What follows belongs to an exercise in optimizing a design on an open flow for small area; a production flow would make more cautious choices.
At most, simulation tests tie the RTL to the original design; equivalence was not proved.
No functional check of the RTL was part of runs 2 to 5.
Power and IR drop assume default switching activity.

### design/flow/run.sh
#!/bin/bash
# synth_recipe.tcl (not shown) runs the flow's synth.tcl, then flattens the netlist and writes it again
# the make line also repeats each setting of config.mk as NAME=value (left out here)
make -C /OpenROAD-flow-scripts/flow DESIGN_CONFIG=/design/flow/config.mk WORK_HOME=/design/flow/orfs CLKGATE_MAP_FILE= SYNTH_SCRIPT=/design/flow/synth_recipe.tcl finish
### design/flow/design.v
module sdf_add #(
    parameter W = 10
) (
    input  wire [W-1:0] a,
    input  wire [W-1:0] b,
    input  wire         ci,
    output wire [W-1:0] s,
    output wire         co
);
    wire [W:0] c;
    assign c[0] = ci;
    genvar i;
    generate
        for (i = 0; i < W; i = i + 1) begin : g_bit
            assign s[i]   = a[i] ^ b[i] ^ c[i];
            assign c[i+1] = (a[i] & b[i]) | (c[i] & (a[i] ^ b[i]));
        end
    endgenerate
    assign co = c[W];
endmodule
module sdf_chan (
    input  wire        clk,
    input  wire [1:0]  psi,
    input  wire        v,        
    input  wire        x,        
    input  wire        z,        
    input  wire        inst_f,   
    input  wire        inst_b,
    input  wire        inst_q,
    input  wire        first_f,  
    input  wire        first_b,
    input  wire        first_q,
    output wire [39:0] y_q,
    output wire [23:0] y_b,
    output wire [14:0] y_f
);
    localparam [39:0] IQ2 = 40'h01_068b_8680;
    localparam [39:0] IQ3 = 40'he0_9475_c000;
    localparam [39:0] IQ4 = 40'h9e_80e0_0000;
    localparam [39:0] IQ5 = 40'h01_0000_0000;
    localparam [23:0] IB2 = 24'hfb_2708;
    localparam [23:0] IB3 = 24'h47_b200;
    localparam [23:0] IB4 = 24'h43_0000;
    localparam [15:0] IF2 = 16'h09b0;
    localparam [15:0] IF3 = 16'h4200;
    wire d0 = (psi == 2'd0);
    reg [39:0] g1, g2, g3, g4, lq, dq2, dq3, dq4, dq5;
    reg        cg1, cg2, cg3, cg4, clq, cq2, cq3, cq4, cq5;
    wire [9:0] g1h = z ? 10'd0 : g1[9:0];
    wire [9:0] g2h = z ? 10'd0 : g2[9:0];
    wire [9:0] g3h = z ? 10'd0 : g3[9:0];
    wire [9:0] g4h = z ? 10'd0 : g4[9:0];
    wire [9:0] lqh = (z | first_q) ? 10'd0 : lq[9:0];
    wire [9:0] iq2 = IQ2 >> (10 * psi);
    wire [9:0] iq3 = IQ3 >> (10 * psi);
    wire [9:0] iq4 = IQ4 >> (10 * psi);
    wire [9:0] iq5 = IQ5 >> (10 * psi);
    wire [9:0] dq2h = z ? iq2 : dq2[9:0];
    wire [9:0] dq3h = z ? iq3 : dq3[9:0];
    wire [9:0] dq4h = z ? iq4 : dq4[9:0];
    wire [9:0] dq5h = z ? iq5 : dq5[9:0];
    wire [9:0] s1, s2, s3, s4, sl, c2, c3, c4, yq;
    wire       o1, o2, o3, o4, ol, p2, p3, p4, p5;
    sdf_add #(10) a_g1 (.a(g1h), .b(10'd0), .ci(d0 ? (v & x) : cg1), .s(s1), .co(o1));
    sdf_add #(10) a_g2 (.a(g2h), .b(v ? s1 : 10'd0), .ci(d0 ? 1'b0 : cg2), .s(s2), .co(o2));
    sdf_add #(10) a_g3 (.a(g3h), .b(v ? s2 : 10'd0), .ci(d0 ? 1'b0 : cg3), .s(s3), .co(o3));
    sdf_add #(10) a_g4 (.a(g4h), .b(v ? s3 : 10'd0), .ci(d0 ? 1'b0 : cg4), .s(s4), .co(o4));
    sdf_add #(10) a_lq (.a(lqh), .b(v ? s4 : 10'd0), .ci(d0 ? 1'b0 : clq), .s(sl), .co(ol));
    sdf_add #(10) a_q2 (.a(sl), .b(~dq2h), .ci(d0 ? 1'b1 : cq2), .s(c2), .co(p2));
    sdf_add #(10) a_q3 (.a(c2), .b(~dq3h), .ci(d0 ? 1'b1 : cq3), .s(c3), .co(p3));
    sdf_add #(10) a_q4 (.a(c3), .b(~dq4h), .ci(d0 ? 1'b1 : cq4), .s(c4), .co(p4));
    sdf_add #(10) a_q5 (.a(c4), .b(~dq5h), .ci(d0 ? 1'b1 : cq5), .s(yq), .co(p5));
    always @(posedge clk) begin
        cg1 <= o1; cg2 <= o2; cg3 <= o3; cg4 <= o4; clq <= ol;
        cq2 <= p2; cq3 <= p3; cq4 <= p4; cq5 <= p5;
        g1  <= {s1, g1[39:10]};
        g2  <= {s2, g2[39:10]};
        g3  <= {s3, g3[39:10]};
        g4  <= {s4, g4[39:10]};
        lq  <= {inst_q ? yq : sl, lq[39:10]};
        dq2 <= {inst_q ? sl : dq2h, dq2[39:10]};
        dq3 <= {inst_q ? c2 : dq3h, dq3[39:10]};
        dq4 <= {inst_q ? c3 : dq4h, dq4[39:10]};
        dq5 <= {inst_q ? c4 : dq5h, dq5[39:10]};
    end
    assign y_q = lq;
    wire        act_b = psi[1];
    wire        b_d0  = (psi == 2'd2);
    reg  [23:0] lb, db2, db3, db4;
    reg         clb, cb2, cb3, cb4;
    wire [11:0] op_b  = (act_b & v) ? (psi[0] ? g3[33:22] : g3[31:20]) : 12'd0;
    wire [11:0] lbh   = (act_b & (z | first_b)) ? 12'd0 : lb[11:0];
    wire [11:0] ib2   = psi[0] ? IB2[23:12] : IB2[11:0];
    wire [11:0] ib3   = psi[0] ? IB3[23:12] : IB3[11:0];
    wire [11:0] ib4   = psi[0] ? IB4[23:12] : IB4[11:0];
    wire [11:0] db2h  = (act_b & z) ? ib2 : db2[11:0];
    wire [11:0] db3h  = (act_b & z) ? ib3 : db3[11:0];
    wire [11:0] db4h  = (act_b & z) ? ib4 : db4[11:0];
    wire [11:0] sb, b2, b3, yb;
    wire        ob, r2, r3, r4;
    wire        wb = act_b & inst_b;
    sdf_add #(12) a_lb (.a(lbh), .b(op_b), .ci(psi == 2'd3 ? clb : 1'b0), .s(sb), .co(ob));
    sdf_add #(12) a_b2 (.a(sb), .b(~db2h), .ci(b_d0 ? 1'b1 : cb2), .s(b2), .co(r2));
    sdf_add #(12) a_b3 (.a(b2), .b(~db3h), .ci(b_d0 ? 1'b1 : cb3), .s(b3), .co(r3));
    sdf_add #(12) a_b4 (.a(b3), .b(~db4h), .ci(b_d0 ? 1'b1 : cb4), .s(yb), .co(r4));
    always @(posedge clk) begin
        clb <= ob; cb2 <= r2; cb3 <= r3; cb4 <= r4;
        lb  <= {wb ? yb : sb,   lb[23:12]};
        db2 <= {wb ? sb : db2h, db2[23:12]};
        db3 <= {wb ? b2 : db3h, db3[23:12]};
        db4 <= {wb ? b3 : db4h, db4[23:12]};
    end
    assign y_b = lb;
    wire        act_f = (psi == 2'd1) | (psi == 2'd2);
    wire        f_d0  = (psi == 2'd1);
    reg  [15:0] lf, df2, df3;
    reg         clf, cf2, cf3;
    wire [7:0]  op_f  = (act_f & v) ? (f_d0 ? g2[37:30] : g2[35:28]) : 8'd0;
    wire [7:0]  lfh   = (act_f & (z | first_f)) ? 8'd0 : lf[7:0];
    wire [7:0]  if2   = f_d0 ? IF2[7:0] : IF2[15:8];
    wire [7:0]  if3   = f_d0 ? IF3[7:0] : IF3[15:8];
    wire [7:0]  df2h  = (act_f & z) ? if2 : df2[7:0];
    wire [7:0]  df3h  = (act_f & z) ? if3 : df3[7:0];
    wire [7:0]  sf, f2, yf;
    wire        of, q2, q3;
    wire        wf = act_f & inst_f;
    sdf_add #(8) a_lf (.a(lfh), .b(op_f), .ci(psi == 2'd2 ? clf : 1'b0), .s(sf), .co(of));
    sdf_add #(8) a_f2 (.a(sf), .b(~df2h), .ci(f_d0 ? 1'b1 : cf2), .s(f2), .co(q2));
    sdf_add #(8) a_f3 (.a(f2), .b(~df3h), .ci(f_d0 ? 1'b1 : cf3), .s(yf), .co(q3));
    always @(posedge clk) begin
        clf <= of; cf2 <= q2; cf3 <= q3;
        lf  <= {wf ? yf : sf,   lf[15:8]};
        df2 <= {wf ? sf : df2h, df2[15:8]};
        df3 <= {wf ? f2 : df3h, df3[15:8]};
    end
    assign y_f = {lf[6:0], lf[15:8]};
endmodule
module sdf_decim (
    input  wire        clk,
    input  wire        rst,          
    input  wire        en,           
    input  wire        sd_stb,       
    input  wire [2:0]  sd_bit,       
    input  wire        commit,       
    input  wire [5:0]  cfg_preset,   
    output reg         o_valid,
    output reg  [1:0]  o_chan,
    output reg  [31:0] o_word,
    output reg         o_sat
);
    wire clr = rst | ~en;
    wire stb = en & sd_stb;
    reg  [7:0] phase;
    wire [7:0] phase_next = phase + 8'd1;
    wire inst32  = (phase_next[4:0] == 5'd0);
    wire inst64  = (phase_next[5:0] == 6'd0);
    wire inst256 = (phase_next == 8'd0);
    always @(posedge clk) begin
        if (clr)
            phase <= 8'd0;
        else if (stb)
            phase <= phase_next;
    end
    wire [2:0] emit;
    wire [5:0] eff;
    genvar n;
    generate
        for (n = 0; n < 3; n = n + 1) begin : g_pre
            reg  [1:0] cur;
            reg  [1:0] pend;
            reg        pend_v;
            wire cur_inst  = (cur == 2'd1) ? inst64 :
                             (cur == 2'd2) ? inst256 : inst32;
            wire boundary  = stb & pend_v & cur_inst;
            wire [1:0] e   = boundary ? pend : cur;
            wire eff_inst  = (e == 2'd1) ? inst64 :
                             (e == 2'd2) ? inst256 : inst32;
            assign emit[n] = eff_inst & (e != 2'd3);
            assign eff[2*n+1:2*n] = e;
            always @(posedge clk) begin
                if (rst) begin
                    cur    <= 2'd0;
                    pend   <= 2'd0;
                    pend_v <= 1'b0;
                end else begin
                    if (boundary)
                        cur <= pend;
                    if (commit) begin
                        pend   <= cfg_preset[2*n+1:2*n];
                        pend_v <= 1'b1;
                    end else if (boundary) begin
                        pend_v <= 1'b0;
                    end
                end
            end
        end
    endgenerate
    reg [1:0] phi;
    always @(posedge clk) begin
        if (rst)
            phi <= 2'd0;
        else
            phi <= phi + 2'd1;
    end
    reg       p_v;
    reg [2:0] p_x;
    reg [2:0] p_inst;     
    reg [2:0] p_first;    
    reg [2:0] p_emit;
    reg [5:0] p_sel;
    always @(posedge clk) begin
        if (clr) begin
            p_v <= 1'b0;
        end else if (stb) begin
            p_v     <= 1'b1;
            p_x     <= sd_bit;
            p_inst  <= {inst256, inst64, inst32};
            p_first <= {phase_next == 8'd1, phase_next[5:0] == 6'd1,
                        phase_next[4:0] == 5'd1};
            p_emit  <= emit;
            p_sel   <= eff;
        end else if (phi == 2'd3) begin
            p_v <= 1'b0;
        end
    end
    reg zf;
    always @(posedge clk) begin
        if (clr)
            zf <= 1'b1;
        else if (phi == 2'd3)
            zf <= 1'b0;
    end
    reg       a0_v, a0_z;
    reg [2:0] a0_x, a0_inst, a0_first, a0_emit;
    reg [5:0] a0_sel;
    reg       a1_v, a1_z;
    reg [2:1] a1_x, a1_emit;
    reg [2:0] a1_inst, a1_first;
    reg [5:2] a1_sel;
    reg       a2_v, a2_z, a2_x, a2_emit;
    reg [2:0] a2_inst, a2_first;
    reg [1:0] a2_sel;
    always @(posedge clk) begin
        if (phi == 2'd3) begin
            a0_v     <= p_v & ~clr;
            a0_z     <= zf | clr;
            a0_x     <= p_x;
            a0_inst  <= p_v ? p_inst  : 3'd0;
            a0_first <= p_v ? p_first : 3'd0;
            a0_emit  <= p_v ? p_emit  : 3'd0;
            a0_sel   <= p_sel;
        end
        if (phi == 2'd0) begin
            a1_v     <= a0_v & ~clr;
            a1_z     <= a0_z;
            a1_x     <= a0_x[2:1];
            a1_inst  <= a0_inst;
            a1_first <= a0_first;
            a1_emit  <= a0_emit[2:1];
            a1_sel   <= a0_sel[5:2];
        end
        if (phi == 2'd1) begin
            a2_v     <= a1_v & ~clr;
            a2_z     <= a1_z;
            a2_x     <= a1_x[2];
            a2_inst  <= a1_inst;
            a2_first <= a1_first;
            a2_emit  <= a1_emit[2];
            a2_sel   <= a1_sel[5:4];
        end
    end
    wire [39:0] yq0, yq1, yq2;
    wire [23:0] yb0, yb1, yb2;
    wire [14:0] yf0, yf1, yf2;
    sdf_chan u_ch0 (
        .clk(clk), .psi(phi), .v(a0_v), .x(a0_x[0]), .z(a0_z),
        .inst_f(a0_inst[0]), .inst_b(a0_inst[1]), .inst_q(a0_inst[2]),
        .first_f(a0_first[0]), .first_b(a0_first[1]), .first_q(a0_first[2]),
        .y_q(yq0), .y_b(yb0), .y_f(yf0)
    );
    sdf_chan u_ch1 (
        .clk(clk), .psi(phi - 2'd1), .v(a1_v), .x(a1_x[1]), .z(a1_z),
        .inst_f(a1_inst[0]), .inst_b(a1_inst[1]), .inst_q(a1_inst[2]),
        .first_f(a1_first[0]), .first_b(a1_first[1]), .first_q(a1_first[2]),
        .y_q(yq1), .y_b(yb1), .y_f(yf1)
    );
    sdf_chan u_ch2 (
        .clk(clk), .psi(phi - 2'd2), .v(a2_v), .x(a2_x), .z(a2_z),
        .inst_f(a2_inst[0]), .inst_b(a2_inst[1]), .inst_q(a2_inst[2]),
        .first_f(a2_first[0]), .first_b(a2_first[1]), .first_q(a2_first[2]),
        .y_q(yq2), .y_b(yb2), .y_f(yf2)
    );
    reg [2:0] r_rdy, r_bit;
    reg [5:0] r_sel;
    always @(posedge clk) begin
        if (clr) begin
            r_rdy <= 3'd0;
        end else begin
            if (phi == 2'd3) begin
                r_rdy[0]   <= a0_v & a0_emit[0];
                r_bit[0]   <= a0_x[0];
                r_sel[1:0] <= a0_sel[1:0];
            end
            if (phi == 2'd0) begin
                r_rdy[1]   <= a1_v & a1_emit[1];
                r_bit[1]   <= a1_x[1];
                r_sel[3:2] <= a1_sel[3:2];
            end
            if (phi == 2'd1) begin
                r_rdy[2]   <= a2_v & a2_emit;
                r_bit[2]   <= a2_x;
                r_sel[5:4] <= a2_sel;
            end
        end
    end
    reg  [39:0] yq_c;
    reg  [23:0] yb_c;
    reg  [14:0] yf_c;
    reg  [1:0]  sel_c;
    reg         rdy_c, bit_c;
    always @(*) begin
        case (phi)
            2'd0: begin yq_c = yq0; yb_c = yb0; yf_c = yf0;
                        sel_c = r_sel[1:0]; rdy_c = r_rdy[0]; bit_c = r_bit[0]; end
            2'd1: begin yq_c = yq1; yb_c = yb1; yf_c = yf1;
                        sel_c = r_sel[3:2]; rdy_c = r_rdy[1]; bit_c = r_bit[1]; end
            default: begin yq_c = yq2; yb_c = yb2; yf_c = yf2;
                        sel_c = r_sel[5:4]; rdy_c = r_rdy[2] & ~phi[0]; bit_c = r_bit[2]; end
        endcase
    end
    reg [39:0] t;
    always @(*) begin
        case (sel_c)
            2'd1:    t = {yb_c, 16'd0};
            2'd2:    t = yq_c;
            default: t = {yf_c, 25'd0};
        endcase
    end
    wire [31:0] fl = {~t[39], t[38:8]};
    wire        up = t[7] & ((|t[6:0]) | fl[0]);
    wire [31:0] rw;
    wire        rco;
    sdf_add #(32) a_rnd (.a(fl), .b(32'd0), .ci(up), .s(rw), .co(rco));
    wire        full = (t == 40'd0) & bit_c;
    wire        ovf  = up & (fl == 32'h7FFF_FFFF);
    wire        sat  = full | ovf;
    always @(posedge clk) begin
        if (clr)
            o_valid <= 1'b0;
        else
            o_valid <= rdy_c;
        o_chan <= phi;
        o_word <= sat ? 32'h7FFF_FFFF : rw;
        o_sat  <= sat;
    end
endmodule
### design/flow/config.mk
export PLATFORM = sky130hd
export DESIGN_NAME = sdf_decim
export DESIGN_NICKNAME = sdf_decim
export VERILOG_FILES = /design/flow/design.v
export SDC_FILE = /design/flow/constraint.sdc
export NUM_CORES = 4
export LEC_CHECK = 0
export CAP_MARGIN = 20
export CORE_MARGIN = 2
export CORE_UTILIZATION = 40
export SLEW_MARGIN = 20
### design/flow/constraint.sdc
create_clock -name core_clock -period 12.5 [get_ports {clk}]
set_input_delay 2.5000 -clock core_clock [delete_from_list [all_inputs] [get_ports {clk}]]
set_output_delay 2.5000 -clock core_clock [all_outputs]
set_load 0.01 [all_outputs]
==> out/summary.txt, run 1 <==
number of buffers added for setup after CTS - 0
area occupied by multi-input gates - 21200 um2
Slew Limit Headroom - 29.3%
I/O pin count - 50
maxcap violations - 0
result of the run - complete, no violations
final weighted congestion in routability-driven placement - 0.951
area of the mapped netlist - 58400 um2
Switching Fraction - 32.9%
buffer levels on the longest clock path - 3
number of cell rows - 140
unrepaired setup endpoints after global routing - no
remaining routing DRC violations - 0
aggregate global-route resource usage - 18.0%
hold buffer count at CTS - 0
number of hold violations in the final report - 0
count of nets left with antenna violations after detail routing - 0
total overflow reported by the global router - 0
met2 Resource Use GR - 27.9%
First-pass DRT Iterations - 5
worst-skew pair later-pin latency - 800 ps
post-detail-place hpwl - 95000 um
Flop pwr share - 39.7%
worst slack at placement - 1600 ps
met3 routing resource usage after global routing - 3.71%
Resized Gates After CTS - 0
most frequently used flop master after synthesis - sky130_fd_sc_hd__dfxtp_1
TritonCTS buffer count - 172
Post-synth ARST share - 0%
Static Leakage - 28.2 nW
filler cell count in the final layout - 13141
area growth from synthesis to layout - 14.6%
diodes inserted - 0
count of final max-slew check failures - 0
Root Driver - sky130_fd_sc_hd__clkbuf_16
biggest cell delay along the critical path - 590 ps
met1 Track Usage GR - 25.0%
sink count of the clock tree - 1701
clock slew at the register clock pins of the worst setup and hold paths - 60 ps
number of antenna violations at the first check in global routing - 9
endpoint kind of the worst setup timing path - flip-flop
worst path required time - 13140 ps
mean number of vias per cell - 4.70
cell occurring most often along the worst timing path - sky130_fd_sc_hd__fa_1
detailed-route wire length - 131000 um
global-route wire length before repair - 202000 um
average cell area after synthesis - 12.2 um2
most used routing layer in global routing - met2
final setup slack of the worst path - 1670 ps
maximum fanout encountered on the critical timing path - 11
area occupied by registers - 34800 um2
Power Density - 280 nW/um2
count of H-tree levels built during CTS - 4
Hold Path Cell Cnt - 0
vias in the first global route - 33565
input/output buffers - 49
launch point of the worst hold path - u_ch2.g1[16]
critical path arrival - 11470 ps
initial standard-cell utilization of the core - 40.2%
number of unique standard cell types used by synthesis - 58
starting DRC count in detailed routing - 2314
most frequent cell after synthesis - sky130_fd_sc_hd__dfxtp_1
number of warnings issued by yosys - 2
Worst Tran Pin Value - 1050 ps
path type of the worst min-delay path - reg -> reg
Clock Skew - 34.0 ps
setup TNS - 0 ps
final period utilization - 86.6%
syn nets - 5333
switching power total - 6.19 mW
die area - 149000 um2
Worst VDD drop - 0.161 mV
maximum number of pins on one net before global-route repair - 82
Worst setup startpoint - phi[1]
layout cells sized above 1 - 9.68%
Final Setup Violations - 0
Layout Nets - 5394
Period minus WS final - 10830 ps
most numerous cell types in the synthesized netlist - sky130_fd_sc_hd__dfxtp_1, sky130_fd_sc_hd__fa_1, sky130_fd_sc_hd__nand2_1
Clk network pwr share - 28.5%
area share of the largest cell type after synthesis - 55.7%
Chip Width - 386 um
maximum achievable frequency - 92.3 MHz
worst flop-to-flop path startpoint - phi[1]
CTS tree - yes
count of state elements after synthesis - 1701
number of instances in the synthesized netlist - 4793
part of the power in combinational logic - 31.8%
Int Power - 12.6 mW
placeable core region - 145000 um2
critical path launch point type - flip-flop
die boundary height - 386 um
total via count after detailed routing - 32544
sequential share of the synthesized area - 59.6%
average wire per standard cell - 19.0 um
critical setup path kind - reg -> reg
largest cells by area after synthesis - sky130_fd_sc_hd__dfxtp_1, sky130_fd_sc_hd__fa_1, sky130_fd_sc_hd__edfxtp_1
number of synthesized flops with an enable pin - 75
library cell with the largest summed area after synthesis - sky130_fd_sc_hd__dfxtp_1
cell type of the slowest stage on the worst timing path - sky130_fd_sc_hd__fa_1
Worst Reg-to-Reg Cells - 33
[kinds of logic (layout without fill, tap and decap cells)]
family	Yosys count	count (layout)	synth area share [%]
compound gates	624	624	6.51
simple gates	1122	1122	9.30
mux	173	173	3.13
buf+inv	639	847	4.26
flops	1701	1701	59.6
xor+xnor	8	8	0.120
fa+ha+maj	526	526	17.1
[final cells by class]
| type | count | area share, % |
|---|---|---|
| Multi-Input combinational cell | 2453 | 31.7 |
| Sequential cell | 1701 | 52.0 |
| Inverter | 425 | 2.38 |
| Clock inverter | 81 | 1.70 |
| Clock buffer | 240 | 7.36 |
| Tap cell | 1917 | 3.58 |
| Timing Repair Buffer | 101 | 1.32 |
[power by group through the flow]
| stage | clock [mW] | combinational [mW] | sequential [mW] |
|---|---|---|---|
| 3_5_place_dp | 0 | 5.97 | 7.56 |
| 4_1_cts | 5.46 | 6.06 | 7.46 |
| 5_1_grt | 5.70 | 6.84 | 7.57 |
| 3_3_place_gp | 0 | 5.91 | 7.52 |
| 2_1_floorplan | 0 | 4.13 | 7.27 |
| 6_report | 5.35 | 5.96 | 7.46 |
[stage by stage]
| step | total power [mW] | area, um2 | std cells | hold WS [ps] | utilization (%) |
|---|---|---|---|---|---|
| 2_1_floorplan | 11.4 | 58400 | 4793 | 310 | - |
| 3_3_place_gp | 13.4 | 60900 | 6597 | 310 | 41.9 |
| 3_5_place_dp | 13.5 | 60900 | 6597 | 312 | 41.9 |
| 4_1_cts | 19.0 | 66900 | 6918 | 306 | 46.0 |
| 5_1_grt | 20.1 | 66900 | 6918 | 306 | 46.0 |
| 6_report | 18.8 | 66900 | 6918 | 304 | 46.0 |
[layer usage]
layer | vias up | share of wire (%)
met4 | 2 | 2.9
met2 | 811 | 45
met1 | 16046 | 46
met5 | - | 0.0099
li1 | 15471 | -
met3 | 214 | 6.0
[critical path: cells and delay by family, from the launching register on]
kind,cells,cell delay [ps]
AND/OR/NAND/NOR,5,360
buffers and inverters,7,830
adder cells (fa/ha/maj),19,8890
AO/OA/AOI/OAI,2,250
flip-flops,1,360
[path summary, 6_finish.rpt]
path,end,slack (ps)
min reg2reg,u_ch2.g1[6],300
max reg2reg,u_ch1.lq[39],1670
min,u_ch2.g1[6],300
max,u_ch1.lq[39],1670
[placed cells by master (no fill, tap or decap), types with 102 or more instances in the layout]
cell | synthesis | routed
sky130_fd_sc_hd__a21oi_1 | 211 | 211
sky130_fd_sc_hd__and2_1 | 102 | 102
sky130_fd_sc_hd__clkbuf_16 | 0 | 173
sky130_fd_sc_hd__dfxtp_1 | 1626 | 1625
sky130_fd_sc_hd__fa_1 | 456 | 456
sky130_fd_sc_hd__inv_1 | 424 | 424
sky130_fd_sc_hd__nand2_1 | 443 | 443
sky130_fd_sc_hd__nor2_1 | 233 | 231
sky130_fd_sc_hd__nor2b_1 | 118 | 116
sky130_fd_sc_hd__o21ai_0 | 194 | 194
==> run 2, diff against run 1 <==
--- a/design/flow/design.v
+++ b/design/flow/design.v
@@ -205,19 +205,14 @@
     reg       p_v;
     reg [2:0] p_x;
-    reg [2:0] p_inst;     
-    reg [2:0] p_first;    
-    reg [2:0] p_emit;
-    reg [5:0] p_sel;
+    reg [5:0] p_w;
     always @(posedge clk) begin
         if (clr) begin
             p_v <= 1'b0;
         end else if (stb) begin
-            p_v     <= 1'b1;
-            p_x     <= sd_bit;
-            p_inst  <= {inst256, inst64, inst32};
-            p_first <= {phase_next == 8'd1, phase_next[5:0] == 6'd1,
-                        phase_next[4:0] == 5'd1};
-            p_emit  <= emit;
-            p_sel   <= eff;
+            p_v <= 1'b1;
+            p_x <= sd_bit;
+            p_w <= {emit[2] ? eff[5:4] + 2'd1 : 2'd0,
+                    emit[1] ? eff[3:2] + 2'd1 : 2'd0,
+                    emit[0] ? eff[1:0] + 2'd1 : 2'd0};
         end else if (phi == 2'd3) begin
             p_v <= 1'b0;
@@ -231,85 +226,68 @@
             zf <= 1'b0;
     end
-    reg       a0_v, a0_z;
-    reg [2:0] a0_x, a0_inst, a0_first, a0_emit;
-    reg [5:0] a0_sel;
-    reg       a1_v, a1_z;
-    reg [2:1] a1_x, a1_emit;
-    reg [2:0] a1_inst, a1_first;
-    reg [5:2] a1_sel;
-    reg       a2_v, a2_z, a2_x, a2_emit;
-    reg [2:0] a2_inst, a2_first;
-    reg [1:0] a2_sel;
+    reg       a_v, a_z;
+    reg [2:0] a_x;
+    reg [5:0] a_w;
+    reg [2:0] a_inst, a_first;
+    reg       b_v, b_z;
+    reg [2:0] b_inst, b_first;
     always @(posedge clk) begin
         if (phi == 2'd3) begin
-            a0_v     <= p_v & ~clr;
-            a0_z     <= zf | clr;
-            a0_x     <= p_x;
-            a0_inst  <= p_v ? p_inst  : 3'd0;
-            a0_first <= p_v ? p_first : 3'd0;
-            a0_emit  <= p_v ? p_emit  : 3'd0;
-            a0_sel   <= p_sel;
-        end
-        if (phi == 2'd0) begin
-            a1_v     <= a0_v & ~clr;
-            a1_z     <= a0_z;
-            a1_x     <= a0_x[2:1];
-            a1_inst  <= a0_inst;
-            a1_first <= a0_first;
-            a1_emit  <= a0_emit[2:1];
-            a1_sel   <= a0_sel[5:2];
-        end
-        if (phi == 2'd1) begin
-            a2_v     <= a1_v & ~clr;
-            a2_z     <= a1_z;
-            a2_x     <= a1_x[2];
-            a2_inst  <= a1_inst;
-            a2_first <= a1_first;
-            a2_emit  <= a1_emit[2];
-            a2_sel   <= a1_sel[5:4];
+            a_v     <= p_v & ~clr;
+            a_z     <= zf | clr;
+            a_x     <= p_x;
+            a_w     <= p_w;
+            a_inst  <= p_v ? {phase == 8'd0, phase[5:0] == 6'd0,
+                              phase[4:0] == 5'd0} : 3'd0;
+            a_first <= p_v ? {phase == 8'd1, phase[5:0] == 6'd1,
+                              phase[4:0] == 5'd1} : 3'd0;
+            b_v     <= a_v & ~clr;
+            b_z     <= a_z;
+            b_inst  <= a_inst;
+            b_first <= a_first;
+        end else if (clr) begin
+            a_v <= 1'b0;
+            b_v <= 1'b0;
         end
     end
+    wire       c1_old = (phi == 2'd0);
+    wire       c2_old = ~phi[1];
+    wire       v1 = c1_old ? b_v : a_v;
+    wire       z1 = c1_old ? b_z : a_z;
+    wire [2:0] i1 = c1_old ? b_inst : a_inst;
+    wire [2:0] f1 = c1_old ? b_first : a_first;
+    wire       v2 = c2_old ? b_v : a_v;
+    wire       z2 = c2_old ? b_z : a_z;
+    wire [2:0] i2 = c2_old ? b_inst : a_inst;
+    wire [2:0] f2 = c2_old ? b_first : a_first;
     wire [39:0] yq0, yq1, yq2;
     wire [23:0] yb0, yb1, yb2;
     wire [14:0] yf0, yf1, yf2;
     sdf_chan u_ch0 (
-        .clk(clk), .psi(phi), .v(a0_v), .x(a0_x[0]), .z(a0_z),
-        .inst_f(a0_inst[0]), .inst_b(a0_inst[1]), .inst_q(a0_inst[2]),
-        .first_f(a0_first[0]), .first_b(a0_first[1]), .first_q(a0_first[2]),
+        .clk(clk), .psi(phi), .v(a_v), .x(a_x[0]), .z(a_z),
+        .inst_f(a_inst[0]), .inst_b(a_inst[1]), .inst_q(a_inst[2]),
+        .first_f(a_first[0]), .first_b(a_first[1]), .first_q(a_first[2]),
         .y_q(yq0), .y_b(yb0), .y_f(yf0)
     );
     sdf_chan u_ch1 (
-        .clk(clk), .psi(phi - 2'd1), .v(a1_v), .x(a1_x[1]), .z(a1_z),
-        .inst_f(a1_inst[0]), .inst_b(a1_inst[1]), .inst_q(a1_inst[2]),
-        .first_f(a1_first[0]), .first_b(a1_first[1]), .first_q(a1_first[2]),
+        .clk(clk), .psi(phi - 2'd1), .v(v1), .x(a_x[1]), .z(z1),
+        .inst_f(i1[0]), .inst_b(i1[1]), .inst_q(i1[2]),
+        .first_f(f1[0]), .first_b(f1[1]), .first_q(f1[2]),
         .y_q(yq1), .y_b(yb1), .y_f(yf1)
     );
     sdf_chan u_ch2 (
-        .clk(clk), .psi(phi - 2'd2), .v(a2_v), .x(a2_x), .z(a2_z),
-        .inst_f(a2_inst[0]), .inst_b(a2_inst[1]), .inst_q(a2_inst[2]),
-        .first_f(a2_first[0]), .first_b(a2_first[1]), .first_q(a2_first[2]),
+        .clk(clk), .psi(phi - 2'd2), .v(v2), .x(a_x[2]), .z(z2),
+        .inst_f(i2[0]), .inst_b(i2[1]), .inst_q(i2[2]),
+        .first_f(f2[0]), .first_b(f2[1]), .first_q(f2[2]),
         .y_q(yq2), .y_b(yb2), .y_f(yf2)
     );
-    reg [2:0] r_rdy, r_bit;
-    reg [5:0] r_sel;
+    reg [5:0] r_w;
+    reg [2:0] r_bit;
     always @(posedge clk) begin
         if (clr) begin
-            r_rdy <= 3'd0;
-        end else begin
-            if (phi == 2'd3) begin
-                r_rdy[0]   <= a0_v & a0_emit[0];
-                r_bit[0]   <= a0_x[0];
-                r_sel[1:0] <= a0_sel[1:0];
-            end
-            if (phi == 2'd0) begin
-                r_rdy[1]   <= a1_v & a1_emit[1];
-                r_bit[1]   <= a1_x[1];
-                r_sel[3:2] <= a1_sel[3:2];
-            end
-            if (phi == 2'd1) begin
-                r_rdy[2]   <= a2_v & a2_emit;
-                r_bit[2]   <= a2_x;
-                r_sel[5:4] <= a2_sel;
-            end
+            r_w <= 6'd0;
+        end else if (phi == 2'd3) begin
+            r_w   <= a_v ? a_w : 6'd0;
+            r_bit <= a_x;
         end
     end
@@ -317,21 +295,24 @@
     reg  [23:0] yb_c;
     reg  [14:0] yf_c;
-    reg  [1:0]  sel_c;
-    reg         rdy_c, bit_c;
+    reg  [1:0]  w_c;
+    reg         bit_c;
     always @(*) begin
         case (phi)
             2'd0: begin yq_c = yq0; yb_c = yb0; yf_c = yf0;
-                        sel_c = r_sel[1:0]; rdy_c = r_rdy[0]; bit_c = r_bit[0]; end
+                        w_c = r_w[1:0]; bit_c = r_bit[0]; end
             2'd1: begin yq_c = yq1; yb_c = yb1; yf_c = yf1;
-                        sel_c = r_sel[3:2]; rdy_c = r_rdy[1]; bit_c = r_bit[1]; end
+                        w_c = r_w[3:2]; bit_c = r_bit[1]; end
+            2'd2: begin yq_c = yq2; yb_c = yb2; yf_c = yf2;
+                        w_c = r_w[5:4]; bit_c = r_bit[2]; end
             default: begin yq_c = yq2; yb_c = yb2; yf_c = yf2;
-                        sel_c = r_sel[5:4]; rdy_c = r_rdy[2] & ~phi[0]; bit_c = r_bit[2]; end
+                        w_c = 2'd0; bit_c = r_bit[2]; end
         endcase
     end
+    wire rdy_c = (w_c != 2'd0);
     reg [39:0] t;
     always @(*) begin
-        case (sel_c)
-            2'd1:    t = {yb_c, 16'd0};
-            2'd2:    t = yq_c;
+        case (w_c)
+            2'd2:    t = {yb_c, 16'd0};
+            2'd3:    t = yq_c;
             default: t = {yf_c, 25'd0};
         endcase
--- a/design/flow/config.mk
+++ b/design/flow/config.mk
@@ -9,3 +9,4 @@
 export CORE_MARGIN = 2
 export CORE_UTILIZATION = 40
+export CTS_BUF_LIST = sky130_fd_sc_hd__clkbuf_4
 export SLEW_MARGIN = 20
==> run 2 against run 1 <==
Via count is 4.6% higher. Non-clock buffer count up 3. Clock power is about 20% lower. Global-route usage rose by 0.67 points. Worst hold slack got worse by 38 ps. Largest cell class unchanged. Synthesized cell count about the same. Cell count increased by 5.1%. Sequential share of layout area up 0.28 points. Clock-buffer cell count increased by 347. Utilization fell by 0.48 points. Clock skew up 55 ps.
==> out/summary.txt, run 2 <==
result of the run - complete, no violations (unchanged)
Placed Instances - 6571 (was 6597)
register-to-register setup slack - 1320 ps (was 1670 ps)
Slew Limit Headroom - 25.4% (was 29.3%)
number of hold violations in the final report - 0 (unchanged)
Worst VDD drop - 0.217 mV (was 0.161 mV)
total overflow reported by the global router - 0 (unchanged)
maximum number of pins on one net before global-route repair - 121 (was 82)
CTS tree - yes (unchanged)
area growth from synthesis to layout - 13.0% (was 14.6%)
library cell with the largest summed area after synthesis - sky130_fd_sc_hd__dfxtp_1 (unchanged)
Int Power - 11.8 mW (was 12.6 mW)
cell occurring most often along the worst timing path - sky130_fd_sc_hd__fa_1 (unchanged)
post-detail-place hpwl - 95700 um (was 95000 um)
number of synthesized flops with an enable pin - 37 (was 75)
most frequently used flop master after synthesis - sky130_fd_sc_hd__dfxtp_1 (unchanged)
cell type of the slowest stage on the worst timing path - sky130_fd_sc_hd__fa_1 (unchanged)
sink count of the clock tree - 1666 (was 1701)
critical setup path kind - reg -> reg (unchanged)
Power Density - 281 nW/um2 (was 280 nW/um2)
Switching Fraction - 35.1% (was 32.9%)
count of final max-slew check failures - 0 (unchanged)
placeable core region - 142000 um2 (was 145000 um2)
crit path buf inv count - 3 (was 7)
most frequent cell after synthesis - sky130_fd_sc_hd__dfxtp_1 (unchanged)
hold buffer count at CTS - 0 (unchanged)
worst-skew pair later-pin latency - 1280 ps (was 800 ps)
Final Setup Violations - 0 (unchanged)
commonest cells after routing, fill and taps aside - sky130_fd_sc_hd__dfxtp_1, sky130_fd_sc_hd__clkbuf_4, sky130_fd_sc_hd__nand2_1 (was sky130_fd_sc_hd__dfxtp_1, sky130_fd_sc_hd__fa_1, sky130_fd_sc_hd__nand2_1)
vias in the first global route - 35252 (was 33565)
layout cells sized above 1 - 14.3% (was 9.68%)
initial standard-cell utilization of the core - 40.3% (was 40.2%)
path type of the worst min-delay path - reg -> reg (unchanged)
die area - 146000 um2 (was 149000 um2)
largest cells by area after synthesis - sky130_fd_sc_hd__dfxtp_1, sky130_fd_sc_hd__fa_1, sky130_fd_sc_hd__nand2_1 (was sky130_fd_sc_hd__dfxtp_1, sky130_fd_sc_hd__fa_1, sky130_fd_sc_hd__edfxtp_1)
final weighted congestion in routability-driven placement - 0.889 (was 0.951)
clock slew at the register clock pins of the worst setup and hold paths - 70 ps (was 60 ps)
aggregate global-route resource usage - 18.6% (was 18.0%)
cell class contributing the biggest share of worst-path delay - adder cells (unchanged)
detailed-route wire length - 134000 um (was 131000 um)
average wire per standard cell - 18.5 um (was 19.0 um)
Clock Skew - 89.3 ps (was 34.0 ps)
TritonCTS buffer count - 411 (was 172)
final standard cell count with taps included and fillers excluded - 7269 (was 6918)
Flop pwr share - 40.7% (was 39.7%)
setup TNS - 0 ps (unchanged)
Static Leakage - 27.8 nW (was 28.2 nW)
remaining routing DRC violations - 0 (unchanged)
average cell area after synthesis - 11.9 um2 (was 12.2 um2)
biggest cell delay along the critical path - 560 ps (was 590 ps)
final period utilization - 89.5% (was 86.6%)
syn nets - 5345 (was 5333)
most numerous cell types in the synthesized netlist - sky130_fd_sc_hd__dfxtp_1, sky130_fd_sc_hd__nand2_1, sky130_fd_sc_hd__fa_1 (was sky130_fd_sc_hd__dfxtp_1, sky130_fd_sc_hd__fa_1, sky130_fd_sc_hd__nand2_1)
die boundary height - 382 um (was 386 um)
number of warnings issued by yosys - 2 (unchanged)
sequential share of the synthesized area - 59.1% (was 59.6%)
input/output buffers - 49 (unchanged)
count of state elements after synthesis - 1666 (was 1701)
I/O pin count - 50 (unchanged)
worst path required time - 13620 ps (was 13140 ps)
area of the mapped netlist - 57100 um2 (was 58400 um2)
Root Driver - sky130_fd_sc_hd__clkbuf_4 (was sky130_fd_sc_hd__clkbuf_16)
number of cell rows - 138 (was 140)
number of instances in the synthesized netlist - 4797 (was 4793)
Layout Nets - 5642 (was 5394)
First-pass DRT Iterations - 5 (unchanged)
mean number of vias per cell - 4.68 (was 4.70)
count of nets left with antenna violations after detail routing - 0 (unchanged)
count of H-tree levels built during CTS - 5 (was 4)
Chip Width - 382 um (was 386 um)
number of antenna violations at the first check in global routing - 13 (was 9)
number of unique standard cell types used by synthesis - 56 (was 58)
final core utilization - 45.6% (was 46.0%)
starting DRC count in detailed routing - 2011 (was 2314)
critical path arrival - 12300 ps (was 11470 ps)
endpoint kind of the worst setup timing path - flip-flop (unchanged)
maxcap violations - 0 (unchanged)
area share of the largest cell type after synthesis - 57.2% (was 55.7%)
Resized Gates After CTS - 0 (unchanged)
total via count after detailed routing - 34028 (was 32544)
switching power total - 6.38 mW (was 6.19 mW)
number of buffers added for setup after CTS - 0 (unchanged)
critical path launch point type - flip-flop (unchanged)
Worst Tran Pin Value - 1120 ps (was 1050 ps)
maximum fanout encountered on the critical timing path - 27 (was 11)
global-route wire length before repair - 206000 um (was 202000 um)
Period minus WS final - 11180 ps (was 10830 ps)
Clk network pwr share - 23.6% (was 28.5%)
most common cell after layout, fill and taps aside - sky130_fd_sc_hd__dfxtp_1 (unchanged)
maximum achievable frequency - 89.4 MHz (was 92.3 MHz)
part of the power in combinational logic - 35.8% (was 31.8%)
unrepaired setup endpoints after global routing - no (unchanged)
buffer levels on the longest clock path - 4 (was 3)
Post-synth ARST share - 0% (unchanged)
-- run 2: changes by cell type in the layout (fill, tap and decap cells not counted), moves of 32 or more --
cell,before,now
sky130_fd_sc_hd__nand2_1,443,556
sky130_fd_sc_hd__nor2_1,231,266
sky130_fd_sc_hd__clkbuf_1,32,0
sky130_fd_sc_hd__inv_1,424,381
sky130_fd_sc_hd__nor2b_1,116,64
sky130_fd_sc_hd__mux2i_1,94,59
sky130_fd_sc_hd__clkinv_1,5,86
sky130_fd_sc_hd__edfxtp_1,75,37
sky130_fd_sc_hd__clkbuf_8,34,0
sky130_fd_sc_hd__clkbuf_16,173,0
sky130_fd_sc_hd__clkbuf_4,1,587
-- run 2: per-layer routing --
metal	part of all wire [%]	track usage, %
met4	3.1	7.77
met2	44	28.1
met5	0	0
met3	6.4	4.25
met1	46	25.9
-- run 2: metrics by stage --
stage          setup WS, ps  power (mW)  hold slack [ps]  instance area [um2]
4_1_cts                1310        18.4              270                64500
2_1_floorplan          1160        11.7              310                57100
5_1_grt                 886        19.6              264                64500
6_report               1320        18.1              265                64500
3_5_place_dp           1330        14.0              312                59600
3_3_place_gp           1440        13.9              310                59600
-- run 2: final cells by class --
type / count / area [um2]
Fill cell: 13227 / 77100
Tap cell: 1890 / 2360
Clock buffer: 587 / 4410
Clock inverter: 103 / 505
Antenna cell: 8 / 20.0
Inverter: 383 / 1440
Sequential cell: 1666 / 33700
Multi-Input combinational cell: 2528 / 21100
Timing Repair Buffer: 104 / 916
-- run 2: logic make-up after synthesis --
family / Yosys count / synth area share [%]
xor+xnor: 8 / 0.123
mux: 121 / 2.25
compound gates: 669 / 7.35
fa+ha+maj: 534 / 17.7
simple gates: 1196 / 9.43
buf+inv: 603 / 4.04
flops: 1666 / 59.1
-- run 2: power groups by stage --
| stage | logic [mW] | registers, mW | clock network [mW] |
|---|---|---|---|
| finish | 6.49 | 7.38 | 4.27 |
| global route | 7.42 | 7.49 | 4.70 |
| floorplan | 4.47 | 7.22 | 0 |
| detailed placement | 6.52 | 7.48 | 0 |
| global placement | 6.46 | 7.43 | 0 |
| CTS | 6.60 | 7.38 | 4.40 |
-- run 2: path summary, 6_finish.rpt --
check	from	endpoint	depth (start not counted)
max	phi[1]	u_ch2.lq[39]	31
min	u_ch1.g4[34]	u_ch1.g4[24]	0
max reg2reg	phi[1]	u_ch2.lq[39]	31
min reg2reg	u_ch1.g4[34]	u_ch1.g4[24]	0
==> run 3, diff against run 2 <==
--- a/design/flow/config.mk
+++ b/design/flow/config.mk
@@ -8,5 +8,5 @@
 export CAP_MARGIN = 20
 export CORE_MARGIN = 2
-export CORE_UTILIZATION = 40
+export CORE_UTILIZATION = 65
 export CTS_BUF_LIST = sky130_fd_sc_hd__clkbuf_4
 export SLEW_MARGIN = 20
==> run 3 against run 2 <==
Via count is 0.91% lower. Design area decreased by 1.4%. Synthesized cell count stayed put. Combinational power increased by 2%. Utilization increased by 28 points. Non-clock buffer count shrank 1. Total power is 0.61% higher. Setup slack better by 100 ps. Register-to-register slack gained 100 ps. Critical path type unchanged.
==> out/summary.txt, run 3 <==
result of the run - complete, no violations (unchanged)
buffer levels on the longest clock path - 4 (unchanged)
placeable core region - 86900 um2 (was 142000 um2)
number of synthesized flops with an enable pin - 37 (unchanged)
Clock Skew - 90.0 ps (was 89.3 ps)
highest metal used - met5 (was met4)
part of the power in combinational logic - 36.1% (was 35.8%)
vias in the first global route - 35035 (was 35252)
register-to-register setup slack - 1420 ps (was 1320 ps)
commonest cells after routing, fill and taps aside - sky130_fd_sc_hd__dfxtp_1, sky130_fd_sc_hd__clkbuf_4, sky130_fd_sc_hd__nand2_1 (unchanged)
Clk network pwr share - 23.3% (was 23.6%)
final standard cell count with taps included and fillers excluded - 6530 (was 7269)
area occupied by registers - 33700 um2 (unchanged)
Slew Limit Headroom - 33.2% (was 25.4%)
critical path arrival - 12110 ps (was 12300 ps)
area share of the largest cell type after synthesis - 57.2% (unchanged)
Worst VDD drop - 0.264 mV (was 0.217 mV)
number of buffers added for setup after CTS - 0 (unchanged)
endpoint kind of the worst setup timing path - flip-flop (unchanged)
maximum achievable frequency - 90.2 MHz (was 89.4 MHz)
wire length on met3 - 6840 um (was 8520 um)
Power Density - 287 nW/um2 (was 281 nW/um2)
Hold Path Cell Cnt - 0 (unchanged)
sequential share of the synthesized area - 59.1% (unchanged)
critical path launch point type - flip-flop (unchanged)
Final Setup Violations - 0 (unchanged)
final period utilization - 88.7% (was 89.5%)
Met2 Wirelength - 57700 um (was 59200 um)
syn nets - 5345 (unchanged)
filler cell count in the final layout - 6194 (was 13227)
final weighted congestion in routability-driven placement - 0.929 (was 0.889)
number of antenna violations at the first check in global routing - 7 (was 13)
Resized Gates After CTS - 0 (unchanged)
Worst Tran Pin Value - 1000 ps (was 1120 ps)
worst flop-to-flop path startpoint - phi[1] (unchanged)
path type of the worst min-delay path - reg -> reg (unchanged)
most frequent cell after synthesis - sky130_fd_sc_hd__dfxtp_1 (unchanged)
Worst Reg-to-Reg Cells - 33 (was 31)
input/output buffers - 49 (unchanged)
Int Power - 11.8 mW (about the same)
critical setup path kind - reg -> reg (unchanged)
total via count after detailed routing - 33718 (was 34028)
area growth from synthesis to layout - 11.4% (was 13.0%)
most numerous cell types in the synthesized netlist - sky130_fd_sc_hd__dfxtp_1, sky130_fd_sc_hd__nand2_1, sky130_fd_sc_hd__fa_1 (unchanged)
largest cells by area after synthesis - sky130_fd_sc_hd__dfxtp_1, sky130_fd_sc_hd__fa_1, sky130_fd_sc_hd__nand2_1 (unchanged)
count of state elements after synthesis - 1666 (unchanged)
maximum number of pins on one net before global-route repair - 114 (was 121)
initial standard-cell utilization of the core - 65.7% (was 40.3%)
Layout Cell Area excl Fill - 63600 um2 (was 64500 um2)
aggregate global-route resource usage - 29.1% (was 18.6%)
library cell with the largest summed area after synthesis - sky130_fd_sc_hd__dfxtp_1 (unchanged)
worst path required time - 13530 ps (was 13620 ps)
I/O pin count - 50 (unchanged)
most frequently used flop master after synthesis - sky130_fd_sc_hd__dfxtp_1 (unchanged)
number of instances in the synthesized netlist - 4797 (unchanged)
number of hold violations in the final report - 0 (unchanged)
Placed Instances - 5835 (was 6571)
detailed-route wire length - 128000 um (was 134000 um)
clock slew at the register clock pins of the worst setup and hold paths - 70 ps (about the same)
total power after layout - 18.3 mW (was 18.1 mW)
worst-skew pair later-pin latency - 1240 ps (was 1280 ps)
count of nets left with antenna violations after detail routing - 0 (unchanged)
launch point of the worst hold path - u_ch1.g4[10] (was u_ch1.g4[34])
count of final max-slew check failures - 0 (unchanged)
Post-synth ARST share - 0% (unchanged)
remaining routing DRC violations - 0 (unchanged)
Area after DPL - 58600 um2 (was 59600 um2)
number of unique standard cell types used by synthesis - 56 (unchanged)
area of the mapped netlist - 57100 um2 (unchanged)
average wire per standard cell - 19.6 um (was 18.5 um)
First-pass DRT Iterations - 5 (unchanged)
post-detail-place hpwl - 91200 um (was 95700 um)
Met1 Routed Length - 58000 um (was 62300 um)
TritonCTS buffer count - 406 (was 411)
Flop pwr share - 40.6% (was 40.7%)
final core utilization - 73.2% (was 45.6%)
setup TNS - 0 ps (unchanged)
final setup slack of the worst path - 1420 ps (was 1320 ps)
hold buffer count at CTS - 0 (unchanged)
end of the worst hold path - u_ch1.g4[0] (was u_ch1.g4[24])
cell occurring most often along the worst timing path - sky130_fd_sc_hd__fa_1 (unchanged)
switching power total - 6.45 mW (was 6.38 mW)
most common cell after layout, fill and taps aside - sky130_fd_sc_hd__dfxtp_1 (unchanged)
global-route wire length before repair - 197000 um (was 206000 um)
die area - 90200 um2 (was 146000 um2)
total overflow reported by the global router - 0 (unchanged)
unrepaired setup endpoints after global routing - no (unchanged)
reg-to-reg critical path endpoint - u_ch0.lq[39] (was u_ch2.lq[39])
number of warnings issued by yosys - 2 (unchanged)
cell type of the slowest stage on the worst timing path - sky130_fd_sc_hd__fa_1 (unchanged)
Chip Width - 300 um (was 382 um)
sink count of the clock tree - 1666 (unchanged)
maxcap violations - 0 (unchanged)
Min Hold Slack - 267 ps (was 265 ps)
CTS tree - yes (unchanged)
average cell area after synthesis - 11.9 um2 (unchanged)
mean number of vias per cell - 5.16 (was 4.68)
layout cells sized above 1 - 14.3% (about the same)
starting DRC count in detailed routing - 2381 (was 2011)
Period minus WS final - 11080 ps (was 11180 ps)
worst slack at placement - 1430 ps (was 1330 ps)
count of H-tree levels built during CTS - 5 (unchanged)
die boundary height - 300 um (was 382 um)
biggest cell delay along the critical path - 620 ps (was 560 ps)
Switching Fraction - 35.3% (was 35.1%)
area occupied by multi-input gates - 21100 um2 (about the same)
Static Leakage - 27.8 nW (about the same)
Layout Nets - 5636 (was 5642)
number of cell rows - 108 (was 138)
maximum fanout encountered on the critical timing path - 23 (was 27)
Root Driver - sky130_fd_sc_hd__clkbuf_4 (unchanged)
run 3: cell types whose count changed in the layout (fill, tap and decap cells not counted), sizes merged:
cell,change
buf,-1
bufinv,+1
clkbuf,-9
clkinv,+5
clkinvlp,+2
diode,-2
run 3: logic make-up after synthesis:
family | Yosys count | synth area share, %
xor+xnor | 8 | 0.123
compound gates | 669 | 7.35
flops | 1666 | 59.1
buf+inv | 603 | 4.04
mux | 121 | 2.25
simple gates | 1196 | 9.43
fa+ha+maj | 534 | 17.7
run 3: worst max-delay path, delay by kind of cell (launching register included):
| kind | cells | cell delay, ps |
|---|---|---|
| AO/OA/AOI/OAI | 2 | 440 |
| AND/OR/NAND/NOR | 5 | 450 |
| flip-flops | 1 | 320 |
| adder cells (fa/ha/maj) | 19 | 8750 |
| buffers and inverters | 7 | 910 |
run 3: layout make-up:
cell class / instances / area share [%]
antenna: 6 / 0.0236
inverter: 383 / 2.26
timing repair buffer: 103 / 1.43
clock buffer: 578 / 6.83
multi-input combinational: 2528 / 33.2
sequential: 1666 / 53.0
clock inverter: 111 / 0.915
tap: 1155 / 2.27
run 3: how the worst max path moves through the flow:
| stage | start | to | slack (ps) | depth (start not counted) |
|---|---|---|---|---|
| final | phi[1] | u_ch0.lq[39] | 1420 | 33 |
| after floorplan | phi[1] | u_ch1.lq[39] | 1160 | 36 |
| after global placement | phi[1] | u_ch0.lq[39] | 1460 | 33 |
| after global routing | phi[0] | u_ch1.lq[39] | 840 | 31 |
| after CTS | phi[1] | u_ch0.lq[39] | 1350 | 33 |
| after detailed placement | phi[1] | u_ch0.lq[39] | 1430 | 33 |
run 3: power by group through the flow:
stage               Sequential (mW)  Clock, mW  Combinational [mW]
finish                         7.40       4.25                6.60
CTS                            7.40       4.35                6.69
floorplan                      7.22          0                4.47
detailed placement             7.50          0                6.59
global route                   7.51       4.63                7.53
global placement               7.46          0                6.48
run 3: routing by layer:
metal,track usage [%],up-vias
li1,-,16150
met1,40.4,16455
met2,44.0,872
met3,6.12,235
met4,14.1,6
met5,0,-
==> run 4, diff against run 3 <==
--- a/design/flow/config.mk
+++ b/design/flow/config.mk
@@ -9,4 +9,6 @@
 export CORE_MARGIN = 2
 export CORE_UTILIZATION = 65
-export CTS_BUF_LIST = sky130_fd_sc_hd__clkbuf_4
+export CTS_BUF_LIST = sky130_fd_sc_hd__clkbuf_8
+export CTS_CLUSTER_DIAMETER = 35
+export CTS_CLUSTER_SIZE = 10
 export SLEW_MARGIN = 20
==> run 4 against run 3 <==
Die area unchanged. Clock-buffer cell count decreased by 337. Critical path type unchanged. Cell count decreased by 5.5%. Area after synthesis unchanged. Design area decreased by 1.4%. Setup slack improved by 29 ps. Critical path depth decreased by 2. Largest power group unchanged. Wire length decreased by 1.1%. Sequential share of layout area increased by 0.74 points. Still clean. Sequential cell count unchanged. Utilization decreased by 1.0 points.
==> out/summary.txt, run 4 <==
cell occurring most often along the worst timing path - sky130_fd_sc_hd__fa_1 (unchanged)
number of cell rows - 108 (unchanged)
setup TNS - 0 ps (unchanged)
CTS tree - yes (unchanged)
placeable core region - 86900 um2 (unchanged)
Worst VDD drop - 0.320 mV (was 0.264 mV)
Static Leakage - 27.0 nW (was 27.8 nW)
instance count on the critical path - 31 (was 33)
maxcap violations - 0 (unchanged)
detailed-route wire length - 126000 um (was 128000 um)
biggest cell delay along the critical path - 550 ps (was 620 ps)
TritonCTS buffer count - 215 (was 406)
path type of the worst min-delay path - reg -> reg (unchanged)
cell class contributing the biggest share of worst-path delay - adder cells (unchanged)
die area - 90200 um2 (unchanged)
number of unique standard cell types used by synthesis - 56 (unchanged)
mean number of vias per cell - 5.25 (was 5.16)
average cell area after synthesis - 11.9 um2 (unchanged)
Layout Nets - 5445 (was 5636)
worst-skew pair later-pin latency - 890 ps (was 1240 ps)
number of buffers added for setup after CTS - 0 (unchanged)
area occupied by multi-input gates - 21100 um2 (unchanged)
final period utilization - 88.4% (was 88.7%)
area occupied by registers - 33700 um2 (unchanged)
critical setup path kind - reg -> reg (unchanged)
number of warnings issued by yosys - 2 (unchanged)
post-detail-place hpwl - 91200 um (unchanged)
total via count after detailed routing - 32397 (was 33718)
maximum number of pins on one net before global-route repair - 114 (unchanged)
Area after DPL - 58600 um2 (unchanged)
count of final max-slew check failures - 0 (unchanged)
most numerous cell types in the synthesized netlist - sky130_fd_sc_hd__dfxtp_1, sky130_fd_sc_hd__nand2_1, sky130_fd_sc_hd__fa_1 (unchanged)
number of hold violations in the final report - 0 (unchanged)
endpoint kind of the worst setup timing path - flip-flop (unchanged)
vias in the first global route - 33348 (was 35035)
number of antenna violations at the first check in global routing - 5 (was 7)
unrepaired setup endpoints after global routing - no (unchanged)
crit path buf inv count - 3 (was 7)
Slew Limit Headroom - 34.4% (was 33.2%)
die boundary height - 300 um (unchanged)
final standard cell count with taps included and fillers excluded - 6171 (was 6530)
number of instances in the synthesized netlist - 4797 (unchanged)
layout cells sized above 1 - 9.30% (was 14.3%)
First-pass DRT Iterations - 5 (unchanged)
cell type of the slowest stage on the worst timing path - sky130_fd_sc_hd__fa_1 (unchanged)
count of nets left with antenna violations after detail routing - 0 (unchanged)
critical path launch point type - flip-flop (unchanged)
largest cells by area after synthesis - sky130_fd_sc_hd__dfxtp_1, sky130_fd_sc_hd__fa_1, sky130_fd_sc_hd__nand2_1 (unchanged)
maximum achievable frequency - 90.5 MHz (was 90.2 MHz)
result of the run - complete, no violations (unchanged)
number of synthesized flops with an enable pin - 37 (unchanged)
library cell with the largest summed area after synthesis - sky130_fd_sc_hd__dfxtp_1 (unchanged)
most frequently used flop master after synthesis - sky130_fd_sc_hd__dfxtp_1 (unchanged)
count of H-tree levels built during CTS - 4 (was 5)
area growth from synthesis to layout - 9.88% (was 11.4%)
Root Driver - sky130_fd_sc_hd__clkbuf_8 (was sky130_fd_sc_hd__clkbuf_4)
area of the mapped netlist - 57100 um2 (unchanged)
Worst Tran Pin Value - 981 ps (was 1000 ps)
sequential share of the synthesized area - 59.1% (unchanged)
buffer levels on the longest clock path - 3 (was 4)
syn nets - 5345 (unchanged)
starting DRC count in detailed routing - 2403 (was 2381)
register-to-register setup slack - 1450 ps (was 1420 ps)
I/O pin count - 50 (unchanged)
Period minus WS final - 11050 ps (was 11080 ps)
global-route wire length before repair - 195000 um (was 197000 um)
Final Setup Violations - 0 (unchanged)
Post-synth ARST share - 0% (unchanged)
Hold Path Cell Cnt - 0 (unchanged)
sink count of the clock tree - 1666 (unchanged)
Placed Instances - 5835 (unchanged)
final weighted congestion in routability-driven placement - 0.929 (unchanged)
maximum fanout encountered on the critical timing path - 23 (unchanged)
clock slew at the register clock pins of the worst setup and hold paths - 70 ps (about the same)
critical path arrival - 11780 ps (was 12110 ps)
filler cell count in the final layout - 6175 (was 6194)
hold buffer count at CTS - 0 (unchanged)
count of state elements after synthesis - 1666 (unchanged)
Clock Skew - 37.9 ps (was 90.0 ps)
aggregate global-route resource usage - 28.8% (was 29.1%)
initial standard-cell utilization of the core - 65.7% (unchanged)
area share of the largest cell type after synthesis - 57.2% (unchanged)
Chip Width - 300 um (unchanged)
average wire per standard cell - 20.5 um (was 19.6 um)
Layout Cell Area excl Fill - 62700 um2 (was 63600 um2)
input/output buffers - 49 (unchanged)
most frequent cell after synthesis - sky130_fd_sc_hd__dfxtp_1 (unchanged)
total power after layout - 17.9 mW (was 18.3 mW)
commonest cells after routing, fill and taps aside - sky130_fd_sc_hd__dfxtp_1, sky130_fd_sc_hd__nand2_1, sky130_fd_sc_hd__fa_1 (was sky130_fd_sc_hd__dfxtp_1, sky130_fd_sc_hd__clkbuf_4, sky130_fd_sc_hd__nand2_1)
remaining routing DRC violations - 0 (unchanged)
worst path required time - 13230 ps (was 13530 ps)
Resized Gates After CTS - 0 (unchanged)
total overflow reported by the global router - 0 (unchanged)
Worst Reg-to-Reg Cells - 31 (was 33)
most common cell after layout, fill and taps aside - sky130_fd_sc_hd__dfxtp_1 (unchanged)
Power Density - 285 nW/um2 (was 287 nW/um2)
-- run 4: cells by family (layout without fill, tap and decap cells) --
| family | Yosys count | after routing | synth area share, % |
|---|---|---|---|
| flops | 1666 | 1666 | 59.1 |
| simple gates | 1196 | 1196 | 9.43 |
| compound gates | 669 | 669 | 7.35 |
| buf+inv | 603 | 818 | 4.04 |
| fa+ha+maj | 534 | 534 | 17.7 |
| mux | 121 | 121 | 2.25 |
| xor+xnor | 8 | 8 | 0.123 |
| other cells | 0 | 4 | 0 |
-- run 4: metrics by stage --
step / worst slack (ps) / utilization, % / hold WS (ps)
final: 1450 / 72.2 / 305
after global routing: 912 / 72.2 / 306
after CTS: 1410 / 72.1 / 300
after detailed placement: 1430 / 67.5 / 312
after global placement: 1460 / 67.5 / 310
after floorplan: 1160 / - / 310
-- run 4: worst register-to-register path: cells and delay by family, from the launching register on --
kind	cells	cell delay, ps
buffers and inverters	3	530
AND/OR/NAND/NOR	6	660
adder cells (fa/ha/maj)	19	8800
multiplexers	1	410
flip-flops	1	320
AO/OA/AOI/OAI	2	180
-- run 4: layout make-up --
cell class | count | area share [%]
sequential | 1666 | 53.8
multi-input combinational | 2528 | 33.7
clock buffer | 241 | 5.29
tap | 1155 | 2.30
inverter | 383 | 2.29
timing repair buffer | 103 | 1.45
clock inverter | 91 | 1.17
antenna | 4 | 0.0160
-- run 4: worst paths after layout --
path / to / start
worst max-delay path: u_ch1.lq[39] / phi[1]
worst min-delay path: u_ch2.df2[3] / u_ch2.df2[11]
worst max register to register: u_ch1.lq[39] / phi[1]
worst min register to register: u_ch2.df2[3] / u_ch2.df2[11]
-- run 4: layer usage --
layer / track usage (%) / share of wire, % / vias up / routed length (um)
met1: 41.4 / 46 / 15927 / 58700
met3: 4.68 / 4.7 / 186 / 5990
met2: 45.0 / 46 / 786 / 58200
met4: 9.51 / 2.7 / 2 / 3400
met5: 0 / 0.013 / - / 16
li1: - / - / 15496 / -
-- run 4: power by group --
part	total [mW]	switching (mW)	leakage, nW	internal, mW
Sequential	7.40	0.576	13.8	6.83
Clock	3.85	1.92	2.17	1.93
Combinational	6.64	3.87	11.0	2.77
==> run 5, diff against run 4 <==
==> design/flow/flow/run.sh (new file) <==
#!/bin/bash
# Standard layout, with clock tree synthesis run without dummy loads and with
# small clock buffers. Each tool's output stays in the orfs/logs tree; make's
# own output goes to make_finish.log.
set -euo pipefail
CTS="-sink_clustering_enable -repair_clock_nets -dont_use_dummy_load -buf_list sky130_fd_sc_hd__clkbuf_4"
bash standard.sh "CTS_ARGS=$CTS" finish > make_finish.log 2>&1
==> design/flow/standard.sh (new file) <==
#!/bin/bash
# synth_recipe.tcl (not shown) runs the flow's synth.tcl, then flattens the netlist and writes it again
# the make line also repeats each setting of config.mk as NAME=value (left out here)
make -C /OpenROAD-flow-scripts/flow DESIGN_CONFIG=/design/flow/config.mk WORK_HOME=/design/flow/orfs CLKGATE_MAP_FILE= SYNTH_SCRIPT=/design/flow/synth_recipe.tcl "${@:-finish}"
--- a/design/flow/config.mk
+++ b/design/flow/config.mk
@@ -9,6 +9,3 @@
 export CORE_MARGIN = 2
 export CORE_UTILIZATION = 65
-export CTS_BUF_LIST = sky130_fd_sc_hd__clkbuf_8
-export CTS_CLUSTER_DIAMETER = 35
-export CTS_CLUSTER_SIZE = 10
 export SLEW_MARGIN = 20
removed: design/flow/run.sh
==> run 5 against run 4 <==
Still clean on timing, DRC and antenna. Non-clock buffer count unchanged. Area after synthesis unchanged. Sequential share of layout area up 0.87 points. Via count grew 2.3%. Fmax fell by 0.28%. Worst hold slack got worse by 49 ps. Sequential cell count did not move. Combinational power down 0.8%. Cell count increased by 1.3%. Critical path depth stayed put. Total power shrank 3.6%. Clock-buffer cell count increased by 165. Critical endpoint is now u_ch0.lq[39]. Largest power group unchanged.
==> out/summary.txt, run 5 <==
result of the run - complete, no violations (unchanged)
maximum number of pins on one net before global-route repair - 114 (unchanged)
cell type of the slowest stage on the worst timing path - sky130_fd_sc_hd__fa_1 (unchanged)
area of the mapped netlist - 57100 um2 (unchanged)
most frequently used flop master after synthesis - sky130_fd_sc_hd__dfxtp_1 (unchanged)
number of synthesized flops with an enable pin - 37 (unchanged)
Hold Path Cell Cnt - 0 (unchanged)
I/O pin count - 50 (unchanged)
buffer levels on the longest clock path - 4 (was 3)
Worst Tran Pin Value - 979 ps (was 981 ps)
number of warnings issued by yosys - 2 (unchanged)
area share of the largest cell type after synthesis - 57.2% (unchanged)
vias in the first global route - 34549 (was 33348)
critical setup path kind - reg -> reg (unchanged)
reg-to-reg critical path endpoint - u_ch0.lq[39] (was u_ch1.lq[39])
maximum achievable frequency - 90.2 MHz (was 90.5 MHz)
detailed-route wire length - 126000 um (about the same)
mean number of vias per cell - 5.31 (was 5.25)
register-to-register setup slack - 1420 ps (was 1450 ps)
Power Density - 279 nW/um2 (was 285 nW/um2)
Clock Skew - 104 ps (was 37.9 ps)
Final Setup Violations - 0 (unchanged)
Static Leakage - 26.7 nW (was 27.0 nW)
input/output buffers - 49 (unchanged)
endpoint kind of the worst setup timing path - flip-flop (unchanged)
Worst Reg-to-Reg Cells - 31 (unchanged)
total overflow reported by the global router - 0 (unchanged)
average cell area after synthesis - 11.9 um2 (unchanged)
end of the worst hold path - u_ch1.g2[0] (was u_ch2.df2[3])
die area - 90200 um2 (unchanged)
total via count after detailed routing - 33155 (was 32397)
maxcap violations - 0 (unchanged)
worst flop-to-flop path startpoint - phi[1] (unchanged)
largest cells by area after synthesis - sky130_fd_sc_hd__dfxtp_1, sky130_fd_sc_hd__fa_1, sky130_fd_sc_hd__nand2_1 (unchanged)
final period utilization - 88.7% (was 88.4%)
remaining routing DRC violations - 0 (unchanged)
CTS tree - yes (unchanged)
critical path launch point type - flip-flop (unchanged)
count of H-tree levels built during CTS - 5 (was 4)
worst-skew pair later-pin latency - 1230 ps (was 890 ps)
commonest cells after routing, fill and taps aside - sky130_fd_sc_hd__dfxtp_1, sky130_fd_sc_hd__nand2_1, sky130_fd_sc_hd__fa_1 (unchanged)
Placed Instances - 5835 (unchanged)
library cell with the largest summed area after synthesis - sky130_fd_sc_hd__dfxtp_1 (unchanged)
number of cell rows - 108 (unchanged)
hold buffer count at CTS - 0 (unchanged)
path type of the worst min-delay path - reg -> reg (unchanged)
most frequent cell after synthesis - sky130_fd_sc_hd__dfxtp_1 (unchanged)
Min Hold Slack - 257 ps (was 305 ps)
die boundary height - 300 um (unchanged)
final setup slack of the worst path - 1420 ps (was 1450 ps)
worst slack at placement - 1430 ps (unchanged)
placeable core region - 86900 um2 (unchanged)
most numerous cell types in the synthesized netlist - sky130_fd_sc_hd__dfxtp_1, sky130_fd_sc_hd__nand2_1, sky130_fd_sc_hd__fa_1 (unchanged)
syn nets - 5345 (unchanged)
biggest cell delay along the critical path - 610 ps (was 550 ps)
total power after layout - 17.2 mW (was 17.9 mW)
number of unique standard cell types used by synthesis - 56 (unchanged)
portion of netlist area occupied by mux cells - 2.25% (unchanged)
area growth from synthesis to layout - 8.13% (was 9.88%)
Post-synth ARST share - 0% (unchanged)
count of nets left with antenna violations after detail routing - 0 (unchanged)
post-detail-place hpwl - 91200 um (unchanged)
area fraction in compound gates after synthesis - 7.35% (unchanged)
combinational family with the most area after synthesis - adder cells (unchanged)
count of state elements after synthesis - 1666 (unchanged)
Period minus WS final - 11080 ps (was 11050 ps)
xor and xnor area share after synthesis - 0.123% (unchanged)
sink count of the clock tree - 1666 (unchanged)
number of instances in the synthesized netlist - 4797 (unchanged)
area share of and/or/nand/nor cells after synthesis - 9.43% (unchanged)
cell occurring most often along the worst timing path - sky130_fd_sc_hd__fa_1 (unchanged)
-- run 5: cell counts after synthesis --
Identical to the previous run, type by type.
-- run 5: through the flow --
stage          area (um2)  util, %
2_1_floorplan       57100        -
5_1_grt             61700     71.0
4_1_cts             61700     71.0
3_5_place_dp        58600     67.5
3_3_place_gp        58600     67.5
6_report            61700     71.0
-- run 5: final cells by class --
| class | count | area (um2) | area share [%] |
|---|---|---|---|
| Sequential cell | 1666 | 33700 | 54.7 |
| Multi-Input combinational cell | 2528 | 21100 | 34.2 |
| Clock buffer | 406 | 3050 | 4.94 |
| Tap cell | 1155 | 1450 | 2.34 |
| Inverter | 383 | 1440 | 2.33 |
| Timing Repair Buffer | 103 | 908 | 1.47 |
| Antenna cell | 8 | 20.0 | 0.0324 |
-- run 5: logic make-up after synthesis --
family,Yosys count
buf+inv,603
fa+ha+maj,534
flops,1666
compound gates,669
simple gates,1196
mux,121
xor+xnor,8
-- run 5: critical path: cells and delay by family, from the launching register on --
family                   cells  cell delay (ps)
adder cells (fa/ha/maj)     19             8740
AND/OR/NAND/NOR              5              720
buffers and inverters        5              650
AO/OA/AOI/OAI                2              420
flip-flops                   1              320
-- run 5: where the power goes --
part           internal, mW  switching [mW]  leakage (nW)
sequential             6.83           0.574          13.8
combinational          2.75            3.84          11.0
clock                  1.47            1.77          1.87
-- run 5: how the worst max path moves through the flow --
stage                     startpoint            to  slack [ps]  cells after the start
after floorplan               phi[1]  u_ch1.lq[39]        1160                     36
after global placement        phi[1]  u_ch0.lq[39]        1460                     33
after detailed placement      phi[1]  u_ch0.lq[39]        1430                     33
after CTS                     phi[1]  u_ch0.lq[39]        1340                     33
after global routing          phi[0]  u_ch1.lq[39]         840                     33
final                         phi[1]  u_ch0.lq[39]        1420                     31
-- run 5: routing by layer --
metal,part of all wire (%),global-route usage [%],vias up
met5,0.013,0,-
met4,4.1,13.9,2
met3,5.5,5.95,251
met2,45,43.4,904
met1,46,40.3,16117
li1,-,-,15881

==> separate check: timing with driven ports <==
The results above use ideal ports. As a check the final layouts listed here were re-extracted and re-timed, cells and wires unchanged.
Step 1 (the two cells are an assumption about what drives the block):
set clk [get_ports {clk}]
set_driving_cell -lib_cell sky130_fd_sc_hd__clkbuf_16 $clk
set_driving_cell -lib_cell sky130_fd_sc_hd__buf_2 [delete_from_list [all_inputs] $clk]
Step 2 moves the port delays by t, midway between the first and last clock arrival at a register: inputs arrive t later, outputs are due t later. That takes back most of the time a late clock gives input paths.
Slacks: ideal / step 1 / step 2; pairs: ideal / step 1.
run | shift t [ns] | slack for setup (ns) | worst setup path after step 2 | slew at the worst register clock pin (ns)
run 1 | 0.857 | 1.669 / 1.669 / 1.669 | register to register | 0.07 / 0.07
run 2 | 1.317 | 1.317 / 1.317 / 1.317 | register to register | 0.08 / 0.08
run 3 | 1.256 | 1.419 / 1.419 / 1.419 | register to register | 0.08 / 0.08
run 4 | 0.930 | 1.448 / 1.448 / 1.448 | register to register | 0.08 / 0.08
run 5 | 1.245 | 1.417 / 1.417 / 1.417 | register to register | 0.07 / 0.07
After both steps setup and hold are still met in every run listed.
